What follows belongs to an exercise in optimizing a design on an open flow for small area, a short achievable clock period and few clock cycles per item; a production flow would make more cautious choices. Function was checked by simulation only, so behaviour that the tests miss may differ from the original.

**design/flow/standard.sh**
```bash
#!/bin/bash
# synth_recipe.tcl (not shown) runs the flow's synth.tcl, then flattens the netlist and writes it again
# the make line also repeats each setting of config.mk as NAME=value (left out here)
make -C /OpenROAD-flow-scripts/flow DESIGN_CONFIG=/design/flow/config.mk WORK_HOME=/design/flow/orfs CLKGATE_MAP_FILE= SYNTH_SCRIPT=/design/flow/synth_recipe.tcl "${@:-finish}"
```
**design/flow/constraint.sdc**
```tcl
create_clock -name core_clock -period 14.0 [get_ports {clk}]
set_input_delay 2.8000 -clock core_clock [delete_from_list [all_inputs] [get_ports {clk}]]
set_output_delay 2.8000 -clock core_clock [all_outputs]
set_load 0.01 [all_outputs]
```
**design/flow/design.v**
```verilog
module sgl_flit_rx (
  input  wire        clk,
  input  wire        rst,            
  input  wire        in_valid,
  input  wire [63:0] in_data,        
  output wire        in_ready,
  output wire        out_valid,
  output wire [63:0] out_data,       
  output wire        out_last,       
  output wire        out_pass,       
  output wire        out_fec_ok,     
  output wire [2:0]  out_corr,       
  output wire [23:0] out_corr_pos    
);
  function automatic [7:0] gf_mul2(input [7:0] a);
    gf_mul2 = {a[6:0], 1'b0} ^ (a[7] ? 8'h1D : 8'h00);
  endfunction
  function automatic [7:0] gf_mul(input [7:0] a, input [7:0] b);
    integer i;
    reg [7:0] r, x;
    begin
      r = 8'd0;
      x = a;
      for (i = 0; i < 8; i = i + 1) begin
        if (b[i]) r = r ^ x;
        x = gf_mul2(x);
      end
      gf_mul = r;
    end
  endfunction
  function automatic [7:0] gf_mulp(input [7:0] a, input integer k);
    gf_mulp = gf_mul(a, 8'd1 << k);
  endfunction
  function automatic [7:0] alpha_m(input integer k);
    case (k)
      81: alpha_m = 8'hF1;
      82: alpha_m = 8'hF6;
      83: alpha_m = 8'h7B;
      84: alpha_m = 8'hB3;
      85: alpha_m = 8'hD7;
      default: alpha_m = 8'h00;
    endcase
  endfunction
  reg  [4:0] phi;         
  reg  [4:0] wcnt;        
  reg        in_rdy_q;
  reg        tx_act;      
  reg        ph0_q;       
  reg        ph31_q;      
  reg        ph1_q;       
  reg        ph_le29_q;   
  wire accept  = in_valid && in_rdy_q;
  wire load    = accept && (wcnt == 5'd31);    
  wire [4:0] phi_n    = (accept && wcnt == 5'd0) ? 5'd1 : phi + 5'd1;
  wire [4:0] wcnt_n   = accept ? wcnt + 5'd1 : wcnt;
  wire       tx_act_n = (phi == 5'd31) ? load : tx_act;
  wire       rdy_n    = (phi_n == wcnt_n) || (wcnt_n == 5'd0 && !tx_act_n);
  always @(posedge clk) begin
    if (rst) begin
      phi      <= 5'd0;
      ph0_q    <= 1'b1;
      ph31_q   <= 1'b0;
      ph1_q    <= 1'b0;
      ph_le29_q <= 1'b1;
      wcnt     <= 5'd0;
      in_rdy_q <= 1'b1;
      tx_act   <= 1'b0;
    end else begin
      phi      <= phi_n;
      ph0_q    <= (phi_n == 5'd0);
      ph31_q   <= (phi_n == 5'd31);
      ph1_q    <= (phi_n == 5'd1);
      ph_le29_q <= (phi_n <= 5'd29);
      wcnt     <= wcnt_n;
      in_rdy_q <= rdy_n;
      tx_act   <= tx_act_n;
    end
  end
  reg [2047:0] ring;
  always @(posedge clk) begin
    ring <= {ring[1983:0], in_rdy_q ? in_data : ring[2047:1984]};
  end
  wire [63:0] rd_w = ring[2047:1984];    
  function automatic [7:0] lane(input [63:0] w, input integer b);
    lane = w[63 - 8*b -: 8];
  endfunction
  reg  [7:0] a0 [0:2];
  reg  [7:0] a1 [0:2];
  reg  [7:0] a2 [0:2];
  reg  [7:0] ns0 [0:2];
  reg  [7:0] ns1 [0:2];
  reg  [7:0] ns2 [0:2];
  always @* begin : syn_next
    integer g, i, cnt, m;
    reg [7:0] t0, t1, t2, b, p0, p1, p2;
    for (g = 0; g < 3; g = g + 1) begin
      cnt = (g == 2) ? 2 : 3;
      t0 = 8'd0; t1 = 8'd0; t2 = 8'd0;
      for (i = 0; i < 3; i = i + 1) if (g + 3*i < 8) begin
        b  = lane(in_data, g + 3*i);
        t0 = t0 ^ b;
        t1 = t1 ^ gf_mulp(b, cnt - 1 - i);
        t2 = t2 ^ gf_mulp(b, 2*(cnt - 1 - i));
      end
      p0 = (wcnt == 5'd0) ? 8'd0 : a0[g];
      p1 = (wcnt == 5'd0) ? 8'd0 : gf_mulp(a1[g], cnt);
      p2 = (wcnt == 5'd0) ? 8'd0 : gf_mulp(a2[g], 2*cnt);
      m = (g + 1) % 3;
      ns0[m] = p0 ^ t0;
      ns1[m] = p1 ^ t1;
      ns2[m] = p2 ^ t2;
    end
  end
  integer k;
  always @(posedge clk) begin
    if (accept) begin
      for (k = 0; k < 3; k = k + 1) begin
        a0[k] <= ns0[k];
        a1[k] <= ns1[k];
        a2[k] <= ns2[k];
      end
    end
  end
  reg  [7:0] se [0:2];
  reg  [7:0] sr [0:2];
  reg        fnd [0:2];
  reg  [7:0] fps [0:2];
  wire [4:0] s = phi;
  reg  [63:0] mask;
  reg  [2:0]  hit;
  reg  [7:0]  hpos [0:2];
  reg  [7:0]  se_w [0:2];
  reg  [7:0]  sr_w [0:2];
  always @* begin : search
    integer g, i, cnt, b;
    reg m;
    mask = 64'd0;
    for (g = 0; g < 3; g = g + 1) begin
      cnt = (g == 2) ? 2 : 3;
      se_w[g] = ph0_q ? a0[(g + 2) % 3] : se[g];
      sr_w[g] = ph0_q ? gf_mul(a1[(g + 2) % 3], alpha_m((g == 0) ? 85 : 84)) : sr[g];
      hit[g]  = 1'b0;
      hpos[g] = {s, 3'd0};
      for (i = 0; i < 3; i = i + 1) if (g + 3*i < 8) begin
        b  = g + 3*i;
        m  = (se_w[g] != 8'd0) && (gf_mulp(sr_w[g], i) == se_w[g]);
        if (m) begin
          mask[63 - 8*b -: 8] = se_w[g];
          hit[g]  = 1'b1;
          hpos[g] = {s, b[2:0]};
        end
      end
    end
  end
  always @(posedge clk) begin : srch
    integer g, m, cnt;
    for (g = 0; g < 3; g = g + 1) begin
      m   = (g + 1) % 3;
      cnt = (g == 2) ? 2 : 3;
      se[m]  <= se_w[g];
      sr[m]  <= gf_mulp(sr_w[g], cnt);
      fnd[m] <= (ph0_q ? 1'b0 : fnd[g]) | hit[g];
      fps[m] <= hit[g] ? hpos[g] : fps[g];
    end
  end
  reg [2:0] zc_q;
  reg [2:0] cons_q;
  reg [7:0] s2c;
  wire [7:0] cx = ph0_q ? a0[2] : se[0];
  wire [7:0] cy = ph0_q ? a2[2] : s2c;
  wire [7:0] cz = ph0_q ? a1[2] : sr[0];
  wire       ceq = (gf_mul(cx, cy) == gf_mul(cz, cz));
  always @(posedge clk) begin : chk
    integer c, m;
    if (ph0_q) begin
      for (c = 0; c < 3; c = c + 1) begin
        m = (c + 2) % 3;
        zc_q[c]   <= (a0[m] == 8'd0) && (a1[m] == 8'd0) && ((c == 1) || (a2[m] == 8'd0));
      end
      cons_q[0] <= ceq;
      cons_q[1] <= 1'b1;
      s2c       <= gf_mul(a2[1], 8'hA3);    
    end
    if (ph1_q)
      cons_q[2] <= ceq;
  end
  reg  [63:0] out_data_q;
  reg         out_valid_q, out_last_q, out_pass_q, out_fec_q;
  reg  [2:0]  out_corr_q;
  reg  [63:0] crc;
  reg  [63:0] crc_d_q;                          
  wire [63:0] word_c   = rd_w ^ mask;           
  wire [63:0] crc_next;
  sgl_crc64_upd u_crc (.crc(crc), .d(crc_d_q), .q(crc_next));
  reg [2:0] corr_f;
  reg       fec_f;
  always @* begin : fin
    integer c, g;
    fec_f = 1'b1;
    for (c = 0; c < 3; c = c + 1) begin
      g = (c + 1) % 3;
      corr_f[c] = (fnd[g] | hit[g]) && cons_q[c];
      fec_f = fec_f && (zc_q[c] || corr_f[c]);
    end
  end
  always @(posedge clk) begin
    if (ph_le29_q)
      out_data_q <= word_c;
    crc_d_q <= word_c;
    crc <= ph0_q ? {64{1'b1}} : crc_next;
    if (ph31_q) begin
      out_fec_q  <= fec_f;
      out_corr_q <= corr_f;
    end
  end
  always @(posedge clk) begin
    if (rst) begin
      out_valid_q <= 1'b0;
      out_last_q  <= 1'b0;
      out_pass_q  <= 1'b0;
    end else begin
      out_valid_q <= tx_act && ((ph_le29_q && phi != 5'd29) || ph31_q);
      out_last_q  <= tx_act && ph31_q;
      out_pass_q  <= fec_f && ((crc ^ crc_d_q) == {64{1'b1}});
    end
  end
  assign in_ready     = in_rdy_q;
  assign out_valid    = out_valid_q;
  assign out_data     = out_data_q;
  assign out_last     = out_last_q;
  assign out_pass     = out_pass_q;
  assign out_fec_ok   = out_fec_q;
  assign out_corr     = out_corr_q;
  assign out_corr_pos = {fps[1], fps[0], fps[2]};
endmodule
module sgl_crc64_upd (
  input  wire [63:0] crc,
  input  wire [63:0] d,
  output wire [63:0] q
);
  wire [63:0] x = crc ^ d;
  wire t64 = x[0] ^ x[63];
  wire t65 = x[4] ^ x[24];
  wire t66 = x[9] ^ x[16];
  wire t67 = x[10] ^ x[17];
  wire t68 = x[11] ^ x[18];
  wire t69 = x[37] ^ x[42];
  wire t70 = x[19] ^ x[54];
  wire t71 = x[5] ^ x[59];
  wire t72 = x[20] ^ x[55];
  wire t73 = x[36] ^ x[41];
  wire t74 = x[7] ^ x[12];
  wire t75 = x[2] ^ x[22];
  wire t76 = x[29] ^ x[43];
  wire t77 = x[3] ^ x[23];
  wire t78 = x[30] ^ x[44];
  wire t79 = x[31] ^ x[45];
  wire t80 = x[8] ^ x[13];
  wire t81 = x[51] ^ x[58];
  wire t82 = x[14] ^ x[50];
  wire t83 = x[28] ^ x[53];
  wire t84 = x[1] ^ x[48];
  wire t85 = x[35] ^ x[47];
  wire t86 = x[32] ^ x[57];
  wire t87 = x[33] ^ x[56];
  wire t88 = x[21] ^ x[46];
  wire t89 = x[15] ^ t67;
  wire t90 = x[34] ^ x[49];
  wire t91 = x[6] ^ x[39];
  wire t92 = x[38] ^ x[40];
  wire t93 = x[52] ^ t74;
  wire t94 = t66 ^ t68;
  wire t95 = x[26] ^ t64;
  wire t96 = x[27] ^ t73;
  wire t97 = t70 ^ t79;
  wire t98 = t65 ^ t71;
  wire t99 = x[62] ^ t72;
  wire t100 = t69 ^ t75;
  wire t101 = t76 ^ t77;
  wire t102 = t78 ^ t81;
  wire t103 = x[25] ^ t80;
  wire t104 = t82 ^ t87;
  wire t105 = x[41] ^ t83;
  wire t106 = t84 ^ t92;
  wire t107 = x[12] ^ t89;
  wire t108 = x[17] ^ x[21];
  wire t109 = x[1] ^ x[60];
  wire t110 = x[22] ^ x[25];
  wire t111 = x[37] ^ t88;
  wire t112 = t65 ^ t91;
  wire t113 = x[16] ^ t85;
  wire t114 = x[39] ^ t86;
  wire t115 = x[34] ^ t102;
  wire t116 = x[57] ^ t94;
  wire t117 = x[13] ^ x[61];
  wire t118 = x[8] ^ x[60];
  wire t119 = x[19] ^ x[48];
  wire t120 = x[38] ^ x[51];
  wire t121 = x[27] ^ x[35];
  wire t122 = x[15] ^ x[59];
  wire t123 = x[7] ^ x[40];
  wire t124 = t69 ^ t88;
  wire t125 = x[58] ^ t76;
  wire t126 = x[18] ^ t75;
  wire t127 = x[63] ^ t86;
  wire t128 = x[14] ^ t95;
  wire t129 = x[46] ^ t100;
  wire t130 = x[47] ^ x[52];
  wire t131 = x[34] ^ x[54];
  wire t132 = x[32] ^ x[48];
  wire t133 = x[5] ^ x[53];
  wire t134 = x[7] ^ t82;
  wire t135 = x[20] ^ t90;
  wire t136 = x[4] ^ t71;
  wire t137 = t68 ^ t78;
  wire t138 = x[6] ^ t84;
  wire t139 = x[56] ^ t85;
  wire t140 = x[45] ^ t80;
  wire t141 = x[44] ^ t66;
  wire t142 = x[28] ^ t96;
  wire t143 = x[49] ^ t101;
  wire t144 = x[50] ^ t93;
  wire t145 = x[15] ^ x[30];
  wire t146 = x[21] ^ x[31];
  wire t147 = x[0] ^ x[26];
  wire t148 = x[24] ^ x[33];
  wire t149 = x[32] ^ x[59];
  wire t150 = x[9] ^ x[35];
  wire t151 = x[19] ^ t90;
  wire t152 = x[3] ^ t70;
  wire t153 = t73 ^ t74;
  wire t154 = x[61] ^ t77;
  wire t155 = x[2] ^ t83;
  wire t156 = x[57] ^ t64;
  wire t157 = t69 ^ t87;
  wire t158 = x[11] ^ t74;
  wire t159 = x[47] ^ t110;
  wire t160 = x[17] ^ t81;
  wire t161 = t81 ^ t103;
  wire t162 = x[5] ^ t112;
  wire t163 = t97 ^ t122;
  wire t164 = t76 ^ t98;
  wire t165 = t79 ^ t99;
  wire t166 = t72 ^ t101;
  wire t167 = x[43] ^ t114;
  wire t168 = x[33] ^ t93;
  wire t169 = x[35] ^ x[52];
  wire t170 = x[56] ^ x[63];
  wire t171 = x[29] ^ x[42];
  wire t172 = x[40] ^ x[62];
  wire t173 = x[16] ^ x[30];
  wire t174 = x[23] ^ x[61];
  wire t175 = x[18] ^ x[51];
  wire t176 = x[29] ^ x[53];
  wire t177 = x[1] ^ x[55];
  wire t178 = x[42] ^ x[44];
  wire t179 = x[34] ^ x[42];
  wire t180 = x[23] ^ x[38];
  wire t181 = x[36] ^ x[49];
  wire t182 = x[37] ^ x[45];
  wire t183 = x[10] ^ x[50];
  wire t184 = t65 ^ t66;
  wire t185 = t73 ^ t123;
  wire t186 = x[31] ^ t70;
  wire t187 = x[46] ^ t117;
  wire t188 = x[3] ^ t78;
  wire t189 = t68 ^ t79;
  wire t190 = t65 ^ t87;
  wire t191 = x[14] ^ t87;
  wire t192 = x[54] ^ t83;
  wire t193 = x[10] ^ t92;
  wire t194 = x[25] ^ t67;
  wire t195 = t80 ^ t109;
  wire t196 = x[51] ^ t70;
  wire t197 = x[36] ^ t150;
  wire t198 = t75 ^ t85;
  wire t199 = x[43] ^ t72;
  wire t200 = x[2] ^ t95;
  wire t201 = x[1] ^ t89;
  wire t202 = t99 ^ t100;
  wire t203 = t105 ^ t121;
  wire t204 = x[62] ^ t104;
  wire t205 = t97 ^ t103;
  wire t206 = t105 ^ t139;
  wire t207 = t90 ^ t106;
  wire t208 = x[4] ^ t111;
  wire t209 = t68 ^ t113;
  wire t210 = x[7] ^ t143;
  wire t211 = x[8] ^ t107;
  wire t212 = x[40] ^ t107;
  wire t213 = t97 ^ t116;
  wire t214 = t67 ^ t129;
  wire t215 = x[6] ^ x[60];
  wire t216 = x[21] ^ x[58];
  wire t217 = x[22] ^ x[32];
  wire t218 = x[24] ^ x[55];
  wire t219 = x[28] ^ x[41];
  wire t220 = x[38] ^ x[61];
  wire t221 = x[39] ^ x[53];
  wire t222 = x[13] ^ x[49];
  wire t223 = x[52] ^ x[58];
  wire t224 = x[20] ^ x[46];
  wire t225 = x[28] ^ x[46];
  wire t226 = x[29] ^ x[39];
  wire t227 = x[8] ^ x[31];
  wire t228 = x[18] ^ x[55];
  wire t229 = x[39] ^ x[43];
  wire t230 = x[25] ^ x[26];
  wire t231 = x[52] ^ x[56];
  wire t232 = x[16] ^ t64;
  wire t233 = t120 ^ t145;
  wire t234 = t71 ^ t92;
  wire t235 = x[33] ^ t109;
  wire t236 = x[0] ^ t130;
  wire t237 = t82 ^ t176;
  wire t238 = t131 ^ t175;
  wire t239 = t69 ^ t132;
  wire t240 = t145 ^ t147;
  wire t241 = x[27] ^ t177;
  wire t242 = x[27] ^ t66;
  wire t243 = x[50] ^ t120;
  wire t244 = t64 ^ t91;
  wire t245 = t108 ^ t123;
  wire t246 = x[61] ^ t118;
  wire t247 = x[9] ^ t88;
  wire t248 = x[20] ^ t79;
  wire t249 = x[57] ^ t77;
  wire t250 = t119 ^ t180;
  wire t251 = x[44] ^ t182;
  wire t252 = t85 ^ t91;
  wire t253 = t82 ^ t132;
  wire t254 = t84 ^ t149;
  wire t255 = t86 ^ t119;
  wire t256 = x[2] ^ t64;
  wire t257 = x[58] ^ t78;
  wire t258 = t73 ^ t133;
  wire t259 = x[14] ^ t84;
  wire t260 = x[38] ^ t91;
  wire t261 = x[5] ^ t77;
  wire t262 = x[16] ^ t77;
  wire t263 = t72 ^ t91;
  wire t264 = x[30] ^ t72;
  wire t265 = t83 ^ t108;
  wire t266 = x[13] ^ t110;
  wire t267 = t124 ^ t134;
  wire t268 = t111 ^ t125;
  wire t269 = t117 ^ t152;
  wire t270 = x[28] ^ t134;
  wire t271 = t126 ^ t153;
  wire t272 = x[60] ^ t126;
  wire t273 = t114 ^ t146;
  wire t274 = x[17] ^ t155;
  wire t275 = t89 ^ t138;
  wire t276 = t98 ^ t127;
  wire t277 = x[37] ^ t125;
  wire t278 = t122 ^ t190;
  wire t279 = t140 ^ t247;
  wire t280 = t141 ^ t248;
  wire t281 = x[53] ^ t94;
  wire t282 = x[45] ^ t192;
  wire t283 = t76 ^ t96;
  wire t284 = t94 ^ t187;
  wire t285 = t95 ^ t139;
  wire t286 = t99 ^ t112;
  wire t287 = x[10] ^ t104;
  wire t288 = x[22] ^ t196;
  wire t289 = t121 ^ t137;
  wire t290 = x[24] ^ t93;
  wire t291 = t96 ^ t113;
  wire t292 = x[6] ^ t159;
  wire t293 = t153 ^ t189;
  wire t294 = x[18] ^ t135;
  wire t295 = x[23] ^ t138;
  wire t296 = x[47] ^ t94;
  wire t297 = t98 ^ t120;
  wire t298 = t71 ^ t188;
  wire t299 = t93 ^ t157;
  wire t300 = t86 ^ t197;
  wire t301 = x[11] ^ t193;
  wire t302 = t105 ^ t200;
  wire t303 = t161 ^ t184;
  wire t304 = t142 ^ t162;
  wire t305 = t137 ^ t202;
  wire t306 = t115 ^ t154;
  wire t307 = x[60] ^ t164;
  wire t308 = t186 ^ t274;
  wire t309 = t118 ^ t165;
  wire t310 = x[21] ^ t166;
  wire t311 = t128 ^ t282;
  wire t312 = t115 ^ t194;
  wire t313 = t128 ^ t133;
  wire t314 = t71 ^ t144;
  wire t315 = t166 ^ t227;
  wire t316 = x[26] ^ t163;
  wire t317 = x[4] ^ t142;
  wire t318 = t140 ^ t201;
  wire t319 = t136 ^ t296;
  wire t320 = t116 ^ t230;
  wire t321 = t124 ^ t210;
  wire t322 = t81 ^ t211;
  assign q[0] = ((t267 ^ (t151 ^ (t215 ^ ((x[38] ^ x[59]) ^ t169)))) ^ (t302 ^ t303));
  assign q[1] = (((t232 ^ ((x[47] ^ t75) ^ t135)) ^ t304) ^ (t269 ^ (t201 ^ t268)));
  assign q[2] = (t305 ^ (((t106 ^ t113) ^ t270) ^ (t136 ^ ((t108 ^ t77) ^ (x[6] ^ (x[25] ^ x[29]))))));
  assign q[3] = ((t143 ^ t162) ^ (t271 ^ (((t118 ^ t119) ^ (t170 ^ t79)) ^ ((x[26] ^ t108) ^ t233))));
  assign q[4] = (((t203 ^ t272) ^ t306) ^ (t273 ^ ((x[20] ^ t234) ^ t128)));
  assign q[5] = (((t217 ^ (t169 ^ t171)) ^ t142) ^ (t163 ^ (((t172 ^ t216) ^ t112) ^ (t154 ^ t235))));
  assign q[6] = (t307 ^ ((((x[63] ^ (x[25] ^ x[32])) ^ t185) ^ t129) ^ (t99 ^ (((x[33] ^ x[34]) ^ t173) ^ (t174 ^ t83)))));
  assign q[7] = ((((t66 ^ t102) ^ t204) ^ (t236 ^ (t136 ^ t187))) ^ (t210 ^ t308));
  assign q[8] = (t309 ^ (((t130 ^ t188) ^ (t237 ^ t238)) ^ (t275 ^ t276)));
  assign q[9] = ((((t71 ^ t80) ^ t104) ^ (t189 ^ t239)) ^ (t240 ^ ((t131 ^ t218) ^ (t219 ^ t220))));
  assign q[10] = (((t273 ^ t277) ^ t302) ^ (t278 ^ (((x[62] ^ t80) ^ t241) ^ t144)));
  assign q[11] = (((t191 ^ t192) ^ (t234 ^ t242)) ^ (t115 ^ (((t171 ^ t75) ^ (x[3] ^ t109)) ^ (t103 ^ t127))));
  assign q[12] = ((((t156 ^ t243) ^ t205) ^ (t89 ^ (((x[55] ^ x[61]) ^ t148) ^ (t173 ^ t221)))) ^ t321);
  assign q[13] = (t305 ^ (((t186 ^ t244) ^ t206) ^ (t245 ^ ((t149 ^ t222) ^ (x[43] ^ t109)))));
  assign q[14] = (t310 ^ (((t106 ^ t127) ^ (t178 ^ t104)) ^ ((t246 ^ t97) ^ t271)));
  assign q[15] = ((t202 ^ t279) ^ (((t151 ^ t154) ^ t167) ^ (t190 ^ ((x[15] ^ x[41]) ^ t102))));
  assign q[16] = (((t249 ^ t98) ^ t204) ^ (t280 ^ ((((x[43] ^ x[63]) ^ t110) ^ (t179 ^ t223)) ^ ((t85 ^ t88) ^ t193))));
  assign q[17] = ((t89 ^ (((x[11] ^ x[5]) ^ t181) ^ t100)) ^ (((t140 ^ t141) ^ (t236 ^ t250)) ^ (t167 ^ t270)));
  assign q[18] = (((((t148 ^ t224) ^ (t82 ^ t91)) ^ (t106 ^ t251)) ^ (t143 ^ t281)) ^ t322);
  assign q[19] = (t311 ^ (((t137 ^ t252) ^ (t69 ^ (x[58] ^ t118))) ^ t212));
  assign q[20] = ((((x[55] ^ t74) ^ t106) ^ t163) ^ (t283 ^ t284));
  assign q[21] = (t312 ^ (((t149 ^ ((x[21] ^ x[38]) ^ (x[53] ^ x[9]))) ^ t144) ^ (t285 ^ t286)));
  assign q[22] = ((((x[0] ^ x[58]) ^ t129) ^ (t207 ^ t287)) ^ (t213 ^ t304));
  assign q[23] = (((((x[11] ^ t130) ^ t114) ^ (t184 ^ t195)) ^ t212) ^ (t310 ^ t313));
  assign q[24] = ((((t246 ^ t89) ^ t207) ^ (t288 ^ t289)) ^ ((t95 ^ (t225 ^ t157)) ^ t314));
  assign q[25] = ((t165 ^ t283) ^ (((((x[12] ^ x[52]) ^ t174) ^ t151) ^ (t155 ^ t195)) ^ ((t243 ^ t252) ^ t116)));
  assign q[26] = ((t269 ^ t290) ^ ((((x[20] ^ t170) ^ t102) ^ (t124 ^ t155)) ^ ((t197 ^ t253) ^ (t67 ^ (t172 ^ t226)))));
  assign q[27] = (t213 ^ ((((t148 ^ t179) ^ (t183 ^ t215)) ^ (t125 ^ t198)) ^ ((t225 ^ ((x[36] ^ x[3]) ^ t123)) ^ (t240 ^ t99))));
  assign q[28] = (((t208 ^ t291) ^ (t254 ^ (((x[19] ^ x[61]) ^ t170) ^ t158))) ^ (t312 ^ t315));
  assign q[29] = ((t292 ^ t293) ^ (((t224 ^ (x[17] ^ t133)) ^ (t232 ^ t255)) ^ (t115 ^ t204)));
  assign q[30] = (((t168 ^ t294) ^ t316) ^ (t295 ^ (((t80 ^ t85) ^ t124) ^ (t127 ^ t160))));
  assign q[31] = (t317 ^ (t292 ^ (((x[33] ^ t175) ^ t199) ^ (t239 ^ t95))));
  assign q[32] = (((t256 ^ (t104 ^ t141)) ^ t307) ^ (t295 ^ ((t121 ^ (x[53] ^ (x[41] ^ x[46]))) ^ t161)));
  assign q[33] = (t318 ^ ((((x[50] ^ t220) ^ t113) ^ (t152 ^ t156)) ^ ((t257 ^ t258) ^ t208)));
  assign q[34] = (t319 ^ ((((x[36] ^ x[54]) ^ t160) ^ (t259 ^ t260)) ^ (t129 ^ t165)));
  assign q[35] = ((t206 ^ (((t147 ^ t179) ^ (t228 ^ t229)) ^ (t253 ^ t261))) ^ (t212 ^ t303));
  assign q[36] = (((t96 ^ ((t178 ^ t222) ^ (x[40] ^ t169))) ^ t320) ^ (t275 ^ ((t191 ^ t196) ^ t164)));
  assign q[37] = ((t289 ^ t297) ^ ((t107 ^ t279) ^ (t199 ^ (x[36] ^ t156))));
  assign q[38] = ((t285 ^ t293) ^ (t297 ^ ((t75 ^ t90) ^ (((x[1] ^ x[8]) ^ t178) ^ (t183 ^ t221)))));
  assign q[39] = (((t98 ^ (t216 ^ t158)) ^ t311) ^ (t207 ^ ((t262 ^ t96) ^ t167)));
  assign q[40] = (t313 ^ (((((x[15] ^ x[34]) ^ t108) ^ (t226 ^ t92)) ^ (t141 ^ t241)) ^ (t168 ^ t288)));
  assign q[41] = (t318 ^ (t203 ^ ((((x[23] ^ x[40]) ^ t131) ^ (t173 ^ t231)) ^ (t126 ^ t263))));
  assign q[42] = (t308 ^ (t116 ^ (((t171 ^ t218) ^ (t77 ^ t88)) ^ ((x[56] ^ (x[14] ^ x[35])) ^ t185))));
  assign q[43] = (t211 ^ (((t152 ^ t159) ^ (t86 ^ ((x[18] ^ x[56]) ^ t65))) ^ (t264 ^ ((t69 ^ t73) ^ t125))));
  assign q[44] = (t320 ^ ((t250 ^ t257) ^ (((x[13] ^ t146) ^ t136) ^ (t157 ^ t199))));
  assign q[45] = (((t103 ^ (t64 ^ ((x[4] ^ x[51]) ^ (x[56] ^ x[5])))) ^ (t144 ^ t167)) ^ ((t203 ^ t280) ^ t214));
  assign q[46] = ((t98 ^ ((t86 ^ t90) ^ (x[50] ^ t70))) ^ (((t101 ^ t185) ^ (t194 ^ t235)) ^ ((t251 ^ t256) ^ t209)));
  assign q[47] = (((t72 ^ (t181 ^ t64)) ^ t168) ^ (t298 ^ (((x[45] ^ t117) ^ t259) ^ (t265 ^ t94))));
  assign q[48] = (((t90 ^ (x[6] ^ (x[56] ^ x[62]))) ^ t107) ^ (t208 ^ ((t126 ^ t195) ^ (t237 ^ t97))));
  assign q[49] = ((((t70 ^ t72) ^ t127) ^ (t134 ^ t198)) ^ ((t233 ^ t261) ^ t284));
  assign q[50] = ((t286 ^ (((t130 ^ t146) ^ (x[36] ^ t119)) ^ (t191 ^ t262))) ^ t322);
  assign q[51] = ((t266 ^ (t135 ^ t245)) ^ (t281 ^ ((t231 ^ (x[48] ^ (x[15] ^ x[37]))) ^ t276)));
  assign q[52] = (t214 ^ (t168 ^ ((((x[13] ^ x[23]) ^ (x[28] ^ x[9])) ^ t156) ^ (t238 ^ t98))));
  assign q[53] = (((((t183 ^ t219) ^ (x[51] ^ t177)) ^ t200) ^ t319) ^ t321);
  assign q[54] = (((t206 ^ t268) ^ (t266 ^ (t158 ^ t242))) ^ (t298 ^ ((t90 ^ (t67 ^ t84)) ^ t128)));
  assign q[55] = ((((t89 ^ t96) ^ t115) ^ t213) ^ (t290 ^ (((t64 ^ t84) ^ (x[23] ^ t176)) ^ (t111 ^ t159))));
  assign q[56] = (((t264 ^ ((t180 ^ t223) ^ t254)) ^ t214) ^ (t209 ^ ((t83 ^ ((x[12] ^ x[24]) ^ (x[26] ^ x[49]))) ^ t205)));
  assign q[57] = (((t209 ^ t299) ^ (t244 ^ ((t131 ^ t132) ^ t160))) ^ (t315 ^ t317));
  assign q[58] = ((t299 ^ t300) ^ (((t80 ^ (t228 ^ t78)) ^ t164) ^ (t265 ^ (t106 ^ t151))));
  assign q[59] = (((t260 ^ (t135 ^ t258)) ^ (t272 ^ t277)) ^ (t287 ^ ((t78 ^ (x[57] ^ t150)) ^ t205)));
  assign q[60] = (((t263 ^ t267) ^ (t300 ^ t301)) ^ (t306 ^ t316));
  assign q[61] = (((t278 ^ t291) ^ t309) ^ (t301 ^ ((t111 ^ t93) ^ (t81 ^ (t217 ^ t229)))));
  assign q[62] = ((t255 ^ (((x[40] ^ x[44]) ^ t147) ^ (t174 ^ t181))) ^ (t162 ^ ((t104 ^ t158) ^ (t160 ^ t198))));
  assign q[63] = (((t96 ^ ((t172 ^ t182) ^ (x[15] ^ t148))) ^ t314) ^ (t294 ^ ((t138 ^ t249) ^ t161)));
endmodule
```
**design/flow/flow/run.sh**
```bash
#!/bin/bash
# The standard ORFS layout (standard.sh), with three changes to how the
# layout is made (the SDC, clock period and all constraints are unchanged):
#  - ports are buffered with buf_4 instead of the buffer ORFS picks,
#  - CTS inserts no dummy loads,
#  - repair_timing works towards a setup slack margin of 9.5 ns.
# The full make output goes to standard.log; ORFS's per-step logs are under
# orfs/logs.
set -euo pipefail
export BUFFER_PORTS_ARGS="-buffer_cell sky130_fd_sc_hd__buf_2"
export CTS_ARGS="-sink_clustering_enable -repair_clock_nets -dont_use_dummy_load -sink_clustering_size 30 -sink_clustering_max_diameter 60"
export SETUP_SLACK_MARGIN=9.6
bash standard.sh > standard.log 2>&1
```
**design/flow/config.mk**
```make
export PLATFORM = sky130hd
export DESIGN_NAME = sgl_flit_rx
export DESIGN_NICKNAME = sgl_flit_rx
export VERILOG_FILES = /design/flow/design.v
export SDC_FILE = /design/flow/constraint.sdc
export NUM_CORES = 4
export LEC_CHECK = 0
export CAP_MARGIN = 20
export CORE_MARGIN = 2
export CORE_UTILIZATION = 40
export SLEW_MARGIN = 20
```
==> results of run 1 <==
==> routing by layer <==
metal / GRT usage / vias up
met1: 0.2727 / 16270
met2: 0.3219 / 776
met3: 0.02869 / 282
met4: 0.09027 / 4
li1: - / 16000
met5: 0 / -
==> state kept, by name, summed over array words and instances (netlist names), 8 cells and up <==
| name | flops |
|---|---|
| s2c | 8 |
| crc | 64 |
| sr | 24 |
| crc_d_q | 64 |
| fps | 24 |
| ring | 2048 |
| out_data_q | 64 |
| a0 | 24 |
| se | 24 |
| a1 | 24 |
| a2 | 24 |
==> repair_timing <==
action	CTS	global route
pin swaps	1	0
endpoints found under the setup margin	43	20
buffers inserted	4	1
hold buffers	0	0
resized for setup	9	8
==> worst max-delay path by stage <==
stage / start / to / depth (start not counted)
global placement: in_valid / in_rdy_q / 11
CTS: out_data_q[63] / out_data[63] / 1
global route: out_data_q[31] / out_data[31] / 1
detailed placement: in_valid / in_rdy_q / 11
finish: out_data_q[31] / out_data[31] / 1
floorplan: in_valid / in_rdy_q / 10
==> final cells by class <==
class	instances	area, sq um
inverter	70	264.0
timing repair buffer	278	1722
fill	15390	94820
sequential	2423	50050
multi-input combinational	2306	19080
antenna	12	30.03
clock buffer	130	3253
tap	2310	2890
==> cells by family after synthesis <==
kind of cell    share of synthesized area
compound gates                    0.01267
xor+xnor                           0.1977
fa+ha+maj                        0.003603
buf+inv                          0.009927
flops                              0.7205
mux                               0.02276
simple gates                      0.03286
==> stage by stage <==
stage                     cells  area [sq um]  hold slack, ns
after global routing       7521         77270          0.2373
after detailed placement   7382         73880          0.3121
after floorplan            4897         69470          0.3096
after global placement     7382         73860          0.3095
final                      7529         77290          0.2402
after CTS                  7516         77210          0.2391
==> cells in the final DEF, fill, tap and decap left out, types with 21 or more instances in the layout <==
master	Yosys	layout
xnor3_1	31	31
xor2_1	270	269
a21oi_1	31	31
nor2_1	208	208
nor3_1	21	21
mux2_2	77	77
edfxtp_1	153	153
inv_1	64	63
xnor2_1	1164	1125
buf_2	17	162
buf_4	4	112
xnor2_2	23	62
dfxtp_1	2270	2265
clkbuf_16	0	130
nor4_1	33	32
mux2i_1	56	52
nand2_1	172	171
o21ai_0	29	29
==> results.txt, run 1 <==
Critical path
Data on the critical path is required at its endpoint by 11.20 ns. The delay of the slowest cell on the worst path is 0.70 ns. The worst setup path is of the reg2out kind.

On the critical path the largest part of the delay comes from flip-flops. The type of destination of the critical path is a primary output. The slowest stage of the critical path is the edfxtp_1 cell. The worst setup path is launched from a flop. The setup check on the worst reg-to-reg path leaves a slack of 9.74 ns. Of all nets on the critical path, the largest fanout is 4. The number of cells on the worst reg-to-reg path is 10. The reg-to-reg critical path endpoint is fps[0][21]. The sum of buffers and inverters on the critical path is 1. The critical path arrival is 1.74 ns. Walking the worst path, the cells encountered are buf_2. In this run the critical register-to-register path is launched from a1[0][6].

Timing
Setup violations remaining at the end of the flow were counted as 0. The worst path needs 4.539 ns of the cycle, external delays included. Static timing analysis puts the maximum clock frequency at 220.3 MHz. The setup slack after layout is 9.461 ns. Setup repair after global routing could not meet its margin everywhere. The hold violation total from the final report is 0. Measured against its own limit, the worst slew margin works out to 0.2190. The total count of max-transition violations in the final report came to 0. The summed negative setup slack over all endpoints is 0 ns. The share of the clock period used by the worst path is 0.3242. The final worst clock skew is 0.09738 ns.

For the pin with the worst max-slew slack, the measured transition is 1.163 ns.

GRT
Entering global routing, the biggest net connects 83 pins. The first global-routing pass estimated 248.1 mm of wire. The number of global-route vias before repair is 32.65k.

The remaining global-route overflow is 0. Across every metal layer, demand over resource in global routing totals 0.2020. The number of antenna violations at the first check in global routing was 26.

Floorplan
The die area is 177000 sq um. The die outline height is 420.7 um. After floorplanning, the core was sized to cover 172100 sq um. The die width is 420.7 um. In this run the core area contains 152 standard-cell rows. The initial utilization of the core area, before any placement, comes to 0.4035. The I/O pin total is 163.

Layout
The post-layout utilization of the core is 0.4491. The growth of design area from synthesis to finish is 11.30%. The post-layout net count is 5296. In the final layout, the share of cells above drive strength 1 is 0.1129.

Clock network
The maximum level of the CTS H-tree is 4. The TritonCTS clock tree is yes. The largest buffer count on any clock path is 3.

Clock latency on the worst-skew pair, taken at its later pin, is 0.80 ns. For this design, the sink count on the clock tree is 2423. After clock tree synthesis, the clock-pin slew on the worst setup and hold paths is 0.10 ns.

Counting the buffers created by CTS gives 130. The root buffer cell chosen for the clock tree is clkbuf_16.

Logic synthesis
The number of flip-flops and latches in the synthesized netlist is 2423. In this run, synthesis inferred 153 flip-flops with an integrated enable. The net count of the mapped netlist is 4984.

The per-instance average area after synthesis is 14.18 sq um. The share of synthesized area in the top cell type comes to 0.6544. The netlist uses 75 different library cells.

In the post-synthesis netlist, the cell with the most instances is dfxtp_1. Of all flip-flops after synthesis, the portion carrying an async set or reset was 0. By count the netlist is led by dfxtp_1 (2270), xnor2_1 (1164), xor2_1 (270). Among all flip-flop cells after synthesis, the most frequent one is dfxtp_1. By area the synthesized netlist is led by dfxtp_1 (65%), xnor2_1 (15%), edfxtp_1 (6.6%).

Yosys printed 10 warnings. The largest total area in the synthesized netlist belongs to dfxtp_1. The synthesized cell area is 69450 sq um. The cell count after synthesis is 4897. The share of synthesized area occupied by flip-flops and latches is 0.7205.

Drt
Wire segments on met2 add up to 80.88 mm in the final route. In the final routed layout, each cell accounts on average for 23.73 um. The first TritonRoute pass finished after 5 iterations.

Using the TritonRoute via totals, the vias-per-cell ratio works out to 4.428. The number of design rule violations left after detail routing is 0. The final antenna-violating net count is 0. The first routing iteration left 2489 violations. The wire length after detailed routing is 178.7 mm. After detailed routing, no signal wire sits above met5.

The total routed wire length on the met1 layer is 82.05 mm. The total number of vias is 33.34k. The sum of met3 wire segment lengths after detailed routing is 7.280 mm.

Worst hold path
The min-delay analysis places its worst path in the category reg2reg. The path with the worst hold slack has its endpoint at ring[1372]. The start point of the worst hold path is ring[1308]. The count of cells along the worst hold path is 0.

Flow run
Max-cap violations in this run came to 0.

Outcome
The flow ran to the end and the layout has no timing, DRC or antenna violations.

Placement
Before CTS, the worst setup slack after placement is 8.660 ns. The placed wire-length estimate is 135.0 mm. The routability-driven placement congestion ratio is 0.9736. The number of input and output port buffers inserted is 162.
Testbench counts, summed over its fixed seeds: cycles 16,648, flits 512.
==> inputs of run 2 (changes only) <==
--- a/design/flow/flow/run.sh
+++ b/design/flow/flow/run.sh
@@ -10,4 +10,4 @@
 export BUFFER_PORTS_ARGS="-buffer_cell sky130_fd_sc_hd__buf_2"
 export CTS_ARGS="-sink_clustering_enable -repair_clock_nets -dont_use_dummy_load -sink_clustering_size 30 -sink_clustering_max_diameter 60"
-export SETUP_SLACK_MARGIN=9.6
+export SETUP_SLACK_MARGIN=9.3
 bash standard.sh > standard.log 2>&1
==> run 2 against run 1 <==
Still clean. Die area did not move. Sequential cell count did not move. Synthesized cell count did not move. Wire length fell by 0.71%. Critical endpoint is now in_ready.
==> results.txt, run 2 <==
Outcome
The run finished with no timing, DRC or antenna violations.

Logic synthesis
The number of flip-flops and latches in the synthesized netlist is 2423. The proportion of register bits with asynchronous set or reset after synthesis is 0. A synthesized cell averages 14.18 sq um.

Of the synthesized area, sequential elements account for 0.7205. The top cell type's share of synthesized area is 0.6544. The count of unique library cells instantiated by Yosys is 75. The number of enable-type register cells in the synthesized netlist is 153.

During synthesis, Yosys emitted a total of 10 warnings. The most frequent cell after synthesis is dfxtp_1. For this run, the leading register cell type out of synthesis is dfxtp_1. The cell count after synthesis is 4897. The cell type with the largest total area after synthesis is dfxtp_1. The synthesized cell area is 69450 sq um. By area the synthesized netlist is led by dfxtp_1 (65%), xnor2_1 (15%), edfxtp_1 (6.6%).

When the netlist entered floorplanning its net count stood at 4984. By count the netlist is led by dfxtp_1 (2270), xnor2_1 (1164), xor2_1 (270).

Placement
The post-place instance area is 73960 sq um. The placed wire-length estimate is 134.7 mm. The pre-CTS setup slack is 8.791 ns. Routability-driven placement finished with a final weighted congestion of 0.9581. Input and output buffers added on the ports amount to 162.

Timing
The setup slack after layout is 9.526 ns. The number of failing setup endpoints in the final timing report is 0. The final worst clock skew is 0.08451 ns.

The maximum achievable frequency is 223.5 MHz. The summed negative setup slack over all endpoints is 0 ns. The clock period minus final worst setup slack is 4.474 ns. The hold violation total from the final report is 0. Dividing the final minimum period by the clock period gives 0.3196. The remaining max-slew budget at the tightest pin is 0.2011.

The total count of max-transition violations in the final report is 0. For the pin with the worst max-slew slack, the measured transition is 1.190 ns. Setup repair after global routing left no endpoint under its margin.

Drt
For this run, the detailed router's first-pass iteration total came to 5. The total number of vias is 33.53k. For this block, the routed nets add up to 177.4 mm of wire.

The number of design rule violations left after detail routing is 0. Once detail routing completed, the nets flagged for antenna violations numbered 0. The via density per instance is 4.449.

The per-cell routed wire length is 23.54 um. After the first detailed-routing iteration, the DRC count stood at 2452.

Clock network
The root buffer cell chosen for the clock tree is clkbuf_16. After clock tree synthesis, the flow added hold-fix buffers numbering 0. The clock passes through at most 3 buffers.

In this run the number of H-tree levels came out at 4. The CTS buffer count is 132. The clock reaches the later pin of the worst-skew pair after 0.81 ns. The TritonCTS clock tree is yes.

For this design, the sink count on the clock tree is 2423. After clock tree synthesis, the clock-pin slew on the worst setup and hold paths is 0.10 ns.

Floorplan
The core area is 172100 sq um. The I/O pin total is 163. After floorplanning, the core was divided into 152 placement rows. For this configuration, the core starts out at a cell density of 0.4035. The die covers 177000 sq um. The die width is 420.7 um. The floorplan step set the die height to 420.7 um.

Critical path
The delay of the slowest cell on the worst path is 0.67 ns. The kind of start point of the critical path is a flop. Grouping stages by cell kind, the critical path spends the most delay in flip-flops. The maximum fanout encountered on the critical timing path is 27. For the worst setup path, the data required time is 11.20 ns. STA puts the critical path data arrival time at 1.67 ns.

The sum of buffers and inverters on the critical path is 1. The type of destination of the critical path is a primary output. By startpoint and endpoint, the worst setup path is classified as reg2out. The library cell contributing the largest single delay on the critical path is dfxtp_4. The signal on the critical path passes through buf_2.

Worst hold path
The tightest min-delay check is of the reg2reg type.

Layout
The sequential standard cell area is 50050 sq um. The final layout contains 5307 nets. The growth of design area from synthesis to finish is 11.35%. The most common cell after layout, fill and taps aside is dfxtp_1. The number of flip-flops in the largest register is 2048. Counting flops per register, the top entry is ring. Measured on the finished design, the core utilization comes to 0.4493. In the layout the commonest cells are dfxtp_1 (2267), xnor2_1 (1125), xor2_1 (270). Summing all non-filler instances in the final layout gives an area of 77330 sq um. The area taken by multi-input logic gates is 19050 sq um. The fraction of final layout cells with drive strength greater than 1 is 0.1133. The final-layout fill cell count is 15.39k.

Flow run
The number of maximum-capacitance constraint violations is 0.

GRT
For this run the aggregate overflow at the end of global routing stands at 0. The pin count of the biggest net entering global routing is 78. In the global route stage, overall resource usage came out at 0.2006.

The number of antenna violations at the first check in global routing is 33. The wire length of the first global-routing pass is 246.9 mm. The number of global-route vias before repair is 33.02k.
## run 2: cells by family after synthesis
kind of cell / Yosys count / share of synthesized area
adders and majority gates: 20 / 0.003603
AOI/OAI and AO/OA: 133 / 0.01267
and+or+nand+nor: 518 / 0.03286
muxes: 143 / 0.02276
buffers and inverters: 168 / 0.009927
xor gates and xnor gates: 1492 / 0.1977
DFF: 2423 / 0.7205
## run 2: worst paths after layout
path                                 start         end  slack, ns  cells past startpoint
worst min-delay path            ring[1862]  ring[1926]       0.26                      0
worst max register to register       ph0_q   cons_q[0]       9.66                     14
worst max-delay path              in_rdy_q    in_ready       9.53                      1
worst min register to register  ring[1862]  ring[1926]       0.26                      0
## run 2: stage by stage
stage / hold slack (ns) / instances
floorplan: 0.3096 / 4897
global placement: 0.3095 / 7392
detailed placement: 0.3121 / 7393
CTS: 0.2578 / 7525
global route: 0.2547 / 7532
finish: 0.2587 / 7536
## run 2: layer usage
layer / vias up / part of all wire / track usage
li1: 16030 / - / -
met1: 16400 / 0.45 / 0.2654
met2: 799 / 0.46 / 0.3250
met3: 296 / 0.043 / 0.03152
met4: 4 / 0.045 / 0.08675
met5: - / 0.00013 / 0
## run 2: cell type report
cell class	count	share of cell area
timing repair buffer	287	0.02272
inverter	70	0.003414
multi-input combinational	2306	0.2463
clock buffer	132	0.04272
antenna	8	0.0002589
sequential	2423	0.6472
tap	2310	0.03738
## run 2: what timing repair did
item,4_1_cts,5_1_grt
setup endpoints to repair,11,9
gates resized for setup,2,3
pin swaps,0,0
setup buffers,0,2
==> inputs of run 3 (changes only) <==
--- a/design/flow/flow/run.sh
+++ b/design/flow/flow/run.sh
@@ -10,4 +10,4 @@
 export BUFFER_PORTS_ARGS="-buffer_cell sky130_fd_sc_hd__buf_2"
 export CTS_ARGS="-sink_clustering_enable -repair_clock_nets -dont_use_dummy_load -sink_clustering_size 30 -sink_clustering_max_diameter 60"
-export SETUP_SLACK_MARGIN=9.3
+export SETUP_SLACK_MARGIN=9.6
 bash standard.sh > standard.log 2>&1
--- a/design/flow/config.mk
+++ b/design/flow/config.mk
@@ -8,4 +8,4 @@
 export CAP_MARGIN = 20
 export CORE_MARGIN = 2
-export CORE_UTILIZATION = 40
+export CORE_UTILIZATION = 50
 export SLEW_MARGIN = 20
==> run 3 against run 2 <==
Still clean on timing, DRC and antenna. Maximum frequency grew 2.7%. Die area shrank 20%. Sequential cell count is the same. Worst hold slack is essentially flat. Critical path depth is the same. Register-to-register slack gained 0.12 ns. Critical path type unchanged. Critical endpoint is now out_data[63].
==> results.txt, run 3 <==
Outcome
The flow ran to the end and the layout has no timing, DRC or antenna violations.

Drt
The count of nets left with antenna violations once routing finished came out at 0. For this block, the via count after detailed routing is 33.51k. The total routed wire length on the met1 layer is 83.43 mm. The first routing iteration left 2321 violations. Dividing the detail-routed wire length by the instance count gives 25.26 um. The highest layer touched by signal routing is met5. After detailed routing, the number of remaining DRC violations is 0. Wires add up to 176.9 mm. The first-pass iteration count of the detailed router is 5. Summed over all nets, wire length on met2 after detailed routing comes to 76.94 mm.

The sum of met3 wire segment lengths after detailed routing is 8.667 mm. After detailed routing, the number of vias per cell comes to 4.784.

Critical path
STA classifies the critical path endpoint as a primary output. The delay of the slowest cell on the worst path is 0.57 ns. Data arrives at the worst endpoint at 1.56 ns. The critical path goes through buf_2. The kind of cell adding the most delay to the critical path is flip-flops. The required time at the endpoint of the critical path is 11.20 ns.

The register-to-register setup slack is 9.78 ns. The number of buffers and inverters on the critical path is 1. The critical path class is reg2out.

The reg-to-reg critical path endpoint is crc[56]. The origin of the critical flop-to-flop path is crc_d_q[2]. The slowest stage of the critical path belongs to the cell edfxtp_1.

The kind of start point of the critical path is a flop. The maximum fanout encountered on the critical timing path is 1. The number of cells on the worst reg-to-reg path is 8.

Layout
The post-layout net count is 5297. The library cell used most frequently in the layout, excluding fill and tap cells, is dfxtp_1. The fraction of final layout cells with drive strength greater than 1 is 0.1119. Counting flops per register, the top entry is ring. The register with the most flip-flops in the layout has 2048 of them. The area growth from synthesis to layout is 10.02%. In the layout the commonest cells are dfxtp_1 (2267), xnor2_1 (1129), xor2_1 (268).

The final-layout fill cell count is 11.42k.

Placement
The number of input and output port buffers inserted is 162. The routability-driven placement congestion ratio is 0.9865. The wire-length estimate of the detail-placed layout is 132.2 mm.

Logic synthesis
The share of synthesized area occupied by flip-flops and latches is 0.7205. The synthesized cell area is 69450 sq um. Yosys instantiated no cell more often than dfxtp_1. Synthesis instantiated 75 different standard cells from the library. Of the post-synthesis cell area, the dominant cell type holds 0.6544.

The number of flip-flops and latches in the synthesized netlist is 2423. The count of synthesis-stage warnings from yosys is 10. The simple logic cell fraction of the synthesized area is 0.03286. The number of enable-type register cells in the synthesized netlist is 153.

By area the synthesized netlist is led by dfxtp_1 (65%), xnor2_1 (15%), edfxtp_1 (6.6%). A synthesized cell averages 14.18 sq um. Of all flip-flops after synthesis, the portion carrying an async set or reset was 0.

After synthesis, the most frequently instantiated cells are dfxtp_1 (2270), xnor2_1 (1164), xor2_1 (270). The complex-gate fraction of the synthesized area was 0.01267. After synthesis, the share of cell area in mux cells is 0.02276. By area, the combinational part of the netlist is dominated by XOR/XNOR gates. Synthesis produced a netlist with a net count of 4984. The cell type with the largest total area after synthesis is dfxtp_1. Of the total synthesized cell area, the portion taken by full adders, half adders and majority gates is 0.003603. The parity-gate share of the synthesized area counting xor and xnor cells is 0.1977. In the synthesized netlist the dominant register cell turns out to be dfxtp_1. Counting every instance in the synthesized netlist gives 4897.

Timing
Across the routed clock network, the largest skew measured is 0.1652 ns. Setup repair after global routing left no endpoint under its margin. In the finished design, the share of the clock period the worst path needs comes to 0.3113. The hold violation total from the final report came to 0. The remaining max-slew budget at the tightest pin is 0.1298. At the pin with the least slew margin, the transition time is 1.296 ns.

The routed design could run at a clock period as short as 4.359 ns. The final hold slack is 0.2592 ns. The summed negative setup slack over all endpoints is 0 ns. The number of failing setup endpoints in the final timing report is 0. Based on the critical path, the design can be clocked at up to 229.4 MHz. The total count of max-transition violations in the final report is 0.

Flow run
The number of maximum-capacitance constraint violations is 0.

Clock network
TritonCTS built the clock tree. For the worst-skew pair, the clock arrives at the later sink with an insertion delay of 0.81 ns. The CTS buffer count is 116. The clock-pin slew on the worst setup and hold paths is 0.10 ns. The longest clock path from root to sink contains 3 buffers. The buffer type at the clock tree root is clkbuf_16.

For this design, the sink count on the clock tree is 2423. The H-tree was split into 3 levels. The number of buffers inserted for hold repair after clock tree synthesis is 0.

GRT
The number of global-route vias before repair came to 33.00k. The number of antenna violations at the first check in global routing is 17. The first global-routing pass estimated 248.7 mm of wire. The remaining global-route overflow is 0. The pin count of the biggest net entering global routing is 83.

Across every metal layer, demand over resource in global routing totals 0.2497.

Floorplan
The die covers 141900 sq um. The effective utilization at floorplan is 0.5045. 163 I/O pins were placed. The site row count is 136. Measured along the x axis, the die boundary spans 376.7 um. The core area is 137700 sq um. The die outline height is 376.7 um.

Worst hold path
The worst hold path terminates at ring[1679]. The start point of the worst hold path is ring[1615]. Counting instances, the worst hold path has a depth of 0. In this run the worst hold path is classified as reg2reg.
-- run 3: cell types whose count changed in the layout (fill, tap and decap cells not counted), moves of 2 or more --
cell       change
xor2_2         +2
clkbuf_16     -16
xnor2_2        -4
xor2_1         -2
mux2i_4        +3
xnor2_1        +4
diode_2        -6
mux2i_1        -2
buf_16         +2
-- run 3: cell families (layout without fill, tap and decap cells) --
| group | Yosys count | count (layout) |
|---|---|---|
| adder cells (fa/ha/maj) | 20 | 20 |
| XOR/XNOR | 1492 | 1492 |
| AO/OA/AOI/OAI | 133 | 133 |
| buffers and inverters | 168 | 479 |
| multiplexers | 143 | 143 |
| other | 0 | 2 |
| AND/OR/NAND/NOR | 518 | 518 |
| flip-flops | 2423 | 2423 |
-- run 3: routing by layer --
layer	global-route usage	up-vias
li1	-	16010
met1	0.3557	16380
met2	0.3830	811
met3	0.03993	289
met4	0.09464	22
met5	0	-
-- run 3: final cells by class --
cell class,count,area (sq um),area share
Multi-Input combinational cell,2306,19080,0.2497
Inverter,70,264.0,0.003455
Sequential cell,2423,50050,0.6550
Tap cell,1794,2245,0.02938
Clock buffer,116,2903,0.03799
Antenna cell,2,5.005,0.00006550
Timing Repair Buffer,293,1864,0.02440
-- run 3: repair_timing --
action / in CTS / in global routing
cloned: 0 / 0
hold endpoints to repair: 0 / 0
resized for setup: 11 / 7
pin swaps: 1 / 1
buffers inserted: 5 / 6
endpoints found under the setup margin: 133 / 12
-- run 3: metrics by stage --
| step | setup WS, ns | std cells | util | area (sq um) |
|---|---|---|---|---|
| floorplan | 9.606 | 4897 | - | 69470 |
| global placement | 8.407 | 6874 | 0.5322 | 73260 |
| detailed placement | 8.313 | 6874 | 0.5322 | 73270 |
| CTS | 9.549 | 6995 | 0.5542 | 76290 |
| global route | 9.607 | 7002 | 0.5550 | 76400 |
| finish | 9.641 | 7004 | 0.5550 | 76410 |
-- run 3: worst max-delay path by stage --
| stage | start | cells after the start | to | slack (ns) |
|---|---|---|---|---|
| 2_1_floorplan | in_valid | 10 | in_rdy_q | 9.61 |
| 5_1_grt | out_data_q[63] | 1 | out_data[63] | 9.61 |
| 3_5_place_dp | ph0_q | 10 | out_fec_q | 8.31 |
| 6_report | out_data_q[63] | 1 | out_data[63] | 9.64 |
| 4_1_cts | out_data_q[63] | 1 | out_data[63] | 9.55 |
| 3_3_place_gp | ph0_q | 10 | out_fec_q | 8.41 |
==> inputs of run 4 (changes only) <==
--- a/design/flow/flow/run.sh
+++ b/design/flow/flow/run.sh
@@ -10,4 +10,4 @@
 export BUFFER_PORTS_ARGS="-buffer_cell sky130_fd_sc_hd__buf_2"
 export CTS_ARGS="-sink_clustering_enable -repair_clock_nets -dont_use_dummy_load -sink_clustering_size 30 -sink_clustering_max_diameter 60"
-export SETUP_SLACK_MARGIN=9.6
+export SETUP_SLACK_MARGIN=9.8
 bash standard.sh > standard.log 2>&1
==> run 4 against run 3 <==
Clock-buffer cell count increased by 2. Core utilization is 0.18 points higher. Via count fell by 0.55%. Still clean on timing, DRC and antenna. Highest routed layer unchanged.
==> results.txt, run 4 <==
Drt
The total number of vias is 33.32k. The via density per instance is 4.749. The number of design rule violations left after detail routing is 0. The per-cell routed wire length is 25.20 um. The wire length after detailed routing is 176.8 mm. The first-pass iteration count of the detailed router is 5. The first routing iteration left 2420 violations.

The final antenna-violating net count is 0.

Placement
Buffers placed on the I/O ports in this run total 162. The routability-driven placement congestion ratio is 0.9889. Detailed placement finished with a half-perimeter wire length of 133.3 mm.

Floorplan
The die outline height is 376.7 um. The die is 376.7 um wide. The site row count is 136. The effective utilization at floorplan is 0.5045. The core region is 137700 sq um.

The floorplan step defined a die boundary enclosing 141900 sq um. The I/O pin total is 163.

Outcome
The run finished with no timing, DRC or antenna violations.

Critical path
In this design, the stage delay of the slowest critical-path cell is 0.62 ns. Broken down by cell family, the worst path's largest delay share belongs to flip-flops. The type of destination of the critical path is a primary output. The critical path arrival is 1.56 ns.

The worst setup path is launched from a flop. Together, buffers and inverters on the worst path number 1. The maximum fanout encountered on the critical timing path is 1.

The setup path with the least slack is of type reg2out. Among all stages on the critical path, the largest delay is contributed by edfxtp_1. Data on the critical path is required at its endpoint by 11.20 ns.

The critical path goes through buf_2.

Layout
Leaving out fill and tap cells, the most frequent cell in the layout is dfxtp_1. The growth of design area from synthesis to finish is 10.37%. Of the cells placed in the final design, the portion with a size suffix greater than 1 is 0.1182. The post-layout net count is 5310. The register with the most flip-flops in the layout has 2048 of them.

The register with the highest flop count is ring. In the layout the commonest cells are dfxtp_1 (2262), xnor2_1 (1119), xor2_1 (269).

Timing
The hold violation total from the final report is 0. The total count of max-transition violations in the final report is 0. Setup repair after global routing could not meet its margin everywhere. Derived from the worst setup path, the maximum achievable clock frequency is 229.3 MHz. Between clock sinks in the finished design, the worst skew comes to 0.1348 ns. The remaining max-slew budget at the tightest pin is 0.2499.

The number of failing setup endpoints in the final timing report is 0. The share of the clock period used by the worst path is 0.3115. At the pin with the least slew margin, the transition time is 1.121 ns. The clock period minus final worst setup slack is 4.362 ns. The summed negative setup slack over all endpoints is 0 ns.

Clock network
The later pin in the worst-skew pair is clocked with a latency of 0.78 ns. The H-tree generated during clock tree synthesis spans 3 levels. The clock net sink count is 2423. After clock tree synthesis, the clock-pin slew on the worst setup and hold paths is 0.10 ns. The largest buffer count on any clock path is 3. Counting the buffers created by CTS gives 118. The buffer type at the clock tree root is clkbuf_16. TritonCTS built the clock tree. In this run, post-CTS hold repair placed 0 buffers.

Logic synthesis
In the synthesized netlist, the cells that appear most often are dfxtp_1 (2270), xnor2_1 (1164), xor2_1 (270). In the post-synthesis netlist, the cell with the most instances is dfxtp_1. After synthesis the cells add up to 69450 sq um. The proportion of register bits with asynchronous set or reset after synthesis is 0. The share of synthesized area occupied by flip-flops and latches is 0.7205. Synthesis instantiated 75 different standard cells from the library.

The synthesized design contains 2423 register bits. Counting flops with a built-in enable in the synthesized netlist gives 153. Synthesis handed over a netlist of 4897 instances.

Of all cell types, the one taking the most synthesized area is dfxtp_1. During synthesis, Yosys emitted a total of 10 warnings. The net count of the mapped netlist is 4984. Averaged over all synthesized cells, the footprint is 14.18 sq um. The main flop type after synthesis is dfxtp_1. Sorting the synthesized cells by area gives the leading types as dfxtp_1 (65%), xnor2_1 (15%), edfxtp_1 (6.6%).

Of the post-synthesis cell area, the dominant cell type holds 0.6544.

GRT
The number of global-route vias before repair came to 32.81k. The remaining global-route overflow is 0. The number of antenna violations at the first check in global routing is 23. The total global-route track usage is 0.2488. The wire length of the first global-routing pass is 247.4 mm. The pin count of the biggest net entering global routing is 77.

Flow run
The number of maximum-capacitance constraint violations is 0.

Worst hold path
The worst hold-check path type is reg2reg.
run 4: cell counts after synthesis:
No cell type changed its count.
run 4: layout make-up:
class / instances / area [sq um]
Multi-Input combinational cell: 2306 / 19160
Fill cell: 11340 / 61010
Sequential cell: 2423 / 50060
Clock buffer: 118 / 2953
Inverter: 70 / 265.3
Antenna cell: 2 / 5.005
Timing Repair Buffer: 304 / 1968
Tap cell: 1794 / 2245
run 4: metal layers:
metal | GRT usage | routed length, um | vias to the layer above | share of wire
li1 | - | - | 16030 | -
met1 | 0.3464 | 81260 | 16140 | 0.46
met2 | 0.3913 | 78910 | 834 | 0.45
met3 | 0.03551 | 8319 | 300 | 0.047
met4 | 0.1008 | 8207 | 20 | 0.046
met5 | 0 | 124 | - | 0.00070
run 4: path summary, 6_finish.rpt:
check / cells past startpoint / to / startpoint / slack, ns
worst max-delay path: 1 / out_data[7] / out_data_q[7] / 9.64
worst max register to register: 11 / fps[0][21] / a1[0][4] / 9.95
worst min-delay path: 0 / ring[117] / ring[53] / 0.24
worst min register to register: 0 / ring[117] / ring[53] / 0.24
run 4: per-stage QoR:
stage	cell area (sq um)	util	setup WS, ns	cells	hold WS [ns]
2_1_floorplan	69490	-	9.787	4897	0.3096
3_3_place_gp	73360	0.5329	9.034	6879	0.3095
3_5_place_dp	73390	0.5331	9.055	6879	0.3121
4_1_cts	76460	0.5555	9.576	7000	0.2217
5_1_grt	76640	0.5568	9.617	7015	0.2217
6_report	76650	0.5568	9.638	7017	0.2425
run 4: cells by family after synthesis:
family,share of synthesized area
compound gates,0.01267
xor+xnor,0.1977
fa+ha+maj,0.003603
buf+inv,0.009927
flops,0.7205
mux,0.02276
simple gates,0.03286
run 4: what timing repair did:
item,4_1_cts,5_1_grt
gates resized for setup,17,8
pin swaps,0,3
endpoints found under the setup margin,67,53
setup buffers,3,14
==> inputs of run 5 (changes only) <==
--- a/design/flow/config.mk
+++ b/design/flow/config.mk
@@ -8,4 +8,4 @@
 export CAP_MARGIN = 20
 export CORE_MARGIN = 2
-export CORE_UTILIZATION = 50
+export CORE_UTILIZATION = 65
 export SLEW_MARGIN = 20
==> run 5 against run 4 <==
Still clean on timing, DRC and antenna. Highest routed layer unchanged. Setup slack improved by 0.15 ns. Die area fell by 23%. Cell count fell by 6.1%.
==> results.txt, run 5 <==
Layout
The post-layout net count is 5281. The number of flip-flops in the largest register is 2048. The post-layout utilization of the core is 0.7162. The final cell count without fillers is 6589. In the final layout, the share of cells above drive strength 1 is 0.1092. After routing the design area is 75600 sq um.

Leaving out fill and tap cells, the most frequent cells in the layout are dfxtp_1 (2266), xnor2_1 (1136), xor2_1 (270). The most common cell after layout, fill and taps aside is dfxtp_1. Counting flops per register, the top entry is ring.

Relative to the synthesized area, the layout overhead comes to 8.866%.

Clock network
CTS built an H-tree with a depth of 3. Hold repair after CTS inserted 0 buffers. Buffers inserted during clock tree synthesis total 107. The largest buffer count on any clock path is 3. The TritonCTS clock tree is yes. After clock tree synthesis, the clock-pin slew on the worst setup and hold paths is 0.11 ns. CTS placed an instance of clkbuf_16 at the clock tree root. Clock latency on the worst-skew pair, taken at its later pin, is 0.76 ns. CTS saw 2423 sinks.

Logic synthesis
Yosys printed 10 warnings. The most used flip-flop cell after synthesis is dfxtp_1. After synthesis the cells add up to 69450 sq um.

Of the post-synthesis cell area, the dominant cell type holds 0.6544. Synthesis handed over a netlist of 4897 instances. The net count of the mapped netlist is 4984. Counting instances in the post-synthesis netlist gives the leading cell types as dfxtp_1 (2270), xnor2_1 (1164), xor2_1 (270). The proportion of register bits with asynchronous set or reset after synthesis is 0. Synthesis inferred 2423 register bits. The per-instance average area after synthesis is 14.18 sq um. dfxtp_1 is the most common cell in the netlist. Counting flops with a built-in enable in the synthesized netlist gives 153.

The cell type with the largest total area after synthesis is dfxtp_1. The count of unique library cells instantiated by Yosys is 75. For this run, the register share of the synthesized area comes to 0.7205. By area the synthesized netlist is led by dfxtp_1 (65%), xnor2_1 (15%), edfxtp_1 (6.6%).

Critical path
The maximum fanout encountered on the critical timing path is 2. Among all stages on the critical path, the largest delay is contributed by edfxtp_1. For the worst setup path, the data required time is 11.20 ns. Traced cell by cell, the critical path runs through buf_2. The register-to-register setup slack is 9.80 ns.

The delay of the slowest cell on the worst path is 0.55 ns. The critical path class is reg2out. Broken down by cell family, the worst path's largest delay share belongs to flip-flops.

The kind of start point of the critical path is a flop. The sum of buffers and inverters on the critical path is 1. STA puts the critical path data arrival time at 1.41 ns.

The type of destination of the critical path is a primary output.

GRT
The remaining global-route overflow is 0. The number of global-route vias before repair came to 35.97k. The number of antenna violations at the first check in global routing was 25. The total global-route track usage is 0.3339. The first global-routing pass estimated 257.6 mm of wire. The pin count of the biggest net entering global routing is 77.

Floorplan
The effective utilization at floorplan is 0.6579. The I/O pin total is 163. The die width is 330.9 um. The core area is 105600 sq um. The die area is 109500 sq um.

The floorplan has 119 rows. The die outline height is 330.9 um.

Placement
The number of placed instances with taps included is 6463. In this run the cell area measured after placement is 72650 sq um. Routability-driven placement finished with a final weighted congestion of 1.050. The number of input and output port buffers inserted is 162. Detailed placement finished with a half-perimeter wire length of 126.2 mm. The pre-CTS setup slack is 8.583 ns.

Timing
The share of the clock period used by the worst path is 0.3006. The maximum achievable frequency is 237.6 MHz. The number of failing setup endpoints in the final timing report is 0. Setup repair after global routing left no endpoint under its margin.

In the post-route analysis, the smallest setup slack over all paths is 9.792 ns. The smallest clock period supported by the final layout is computed as 4.208 ns. The final worst clock skew is 0.09870 ns. The transition time at the pin with the least slew margin is 1.172 ns. The hold violation total from the final report came to 0.

Adding up every negative setup slack in the final design gives 0 ns. The remaining max-slew budget at the tightest pin is 0.2159. The total count of max-transition violations in the final report is 0.

Drt
The detailed router's first-iteration violation count is 3338. Dividing the detail-routed wire length by the instance count gives 27.70 um. The final layout contains routed wiring with a total length of 182.5 mm. Dividing the detail-routed via count by the number of cells gives 5.332.

The total number of vias is 35.14k. The first TritonRoute pass finished after 5 iterations. Once detail routing completed, the nets flagged for antenna violations numbered 0. In the routed design, unresolved DRC markers number 0.

Worst hold path
The worst hold-check path type is reg2reg.

Outcome
The flow ran to the end and the layout has no timing, DRC or antenna violations.

Flow run
Max-cap violations in this run came to 0.
run 5: cell counts after synthesis:
Identical to the previous run, type by type.
run 5: routing by layer:
layer	wire length, um	track usage
met1	74500	0.4399
met2	84530	0.5385
met3	11740	0.04761
met4	11640	0.1776
met5	88	0
run 5: layout make-up:
type	instances	area, sq um
diodes	6	15.01
clock buffers	107	2678
fillers	6439	29960
inverters	70	265.3
multi-input cells	2306	19020
flip-flops and latches	2423	50050
well taps	1391	1740
repair buffers	286	1831
run 5: path summary, 6_finish.rpt:
kind / cells past startpoint / end / start
hold / removal: 0 / ring[1907] / ring[1843]
hold reg to reg: 0 / ring[1907] / ring[1843]
setup reg to reg: 8 / crc[35] / crc_d_q[41]
setup / recovery: 1 / out_data[56] / out_data_q[56]
run 5: what timing repair did:
item	in CTS	in global routing
setup endpoints to repair	70	16
gates cloned	0	2
buffers inserted	5	6
pin swaps	2	1
resized for setup	19	6
run 5: kinds of logic after synthesis:
| family | synth area share |
|---|---|
| xor+xnor | 0.1977 |
| flops | 0.7205 |
| buf+inv | 0.009927 |
| compound gates | 0.01267 |
| simple gates | 0.03286 |
| mux | 0.02276 |
| fa+ha+maj | 0.003603 |
run 5: metrics by stage:
step | hold WS (ns)
6_report | 0.2697
5_1_grt | 0.2566
4_1_cts | 0.2506
3_5_place_dp | 0.3121
3_3_place_gp | 0.3096
2_1_floorplan | 0.3096

static timing again, ports no longer ideal:
Ports are ideal in the flow. The routed layouts listed here were re-timed in OpenROAD. Step 1 assumes that a clkbuf_16 drives the clock port and a buf_2 every other input. Step 2 adds t to the input delays and takes it off the output delays; t is the mean of the earliest and latest rising clock arrival at the registers after step 1. Input paths then give back, and output paths get back, about the clock's delay inside the block. Slacks: ideal / step 1 / step 2; pairs: ideal / step 1.
run | t (ns) | slack for setup (ns) | hold WS [ns]
run 1 | 0.840 | 9.461 / 9.380 / 9.051 | 0.240 / 0.240 / 0.240
run 2 | 0.841 | 9.526 / 9.449 / 8.852 | 0.259 / 0.259 / 0.259
run 3 | 0.805 | 9.641 / 9.559 / 9.061 | 0.259 / 0.259 / 0.259
run 4 | 0.787 | 9.638 / 9.562 / 9.289 | 0.242 / 0.242 / 0.242
run 5 | 0.774 | 9.792 / 9.714 / 9.201 | 0.270 / 0.270 / 0.270
After both steps setup and hold are still met in every run listed. The setup slack of run 2, which loses most, moves by -0.077 ns with the drivers and by -0.674 ns with both steps.
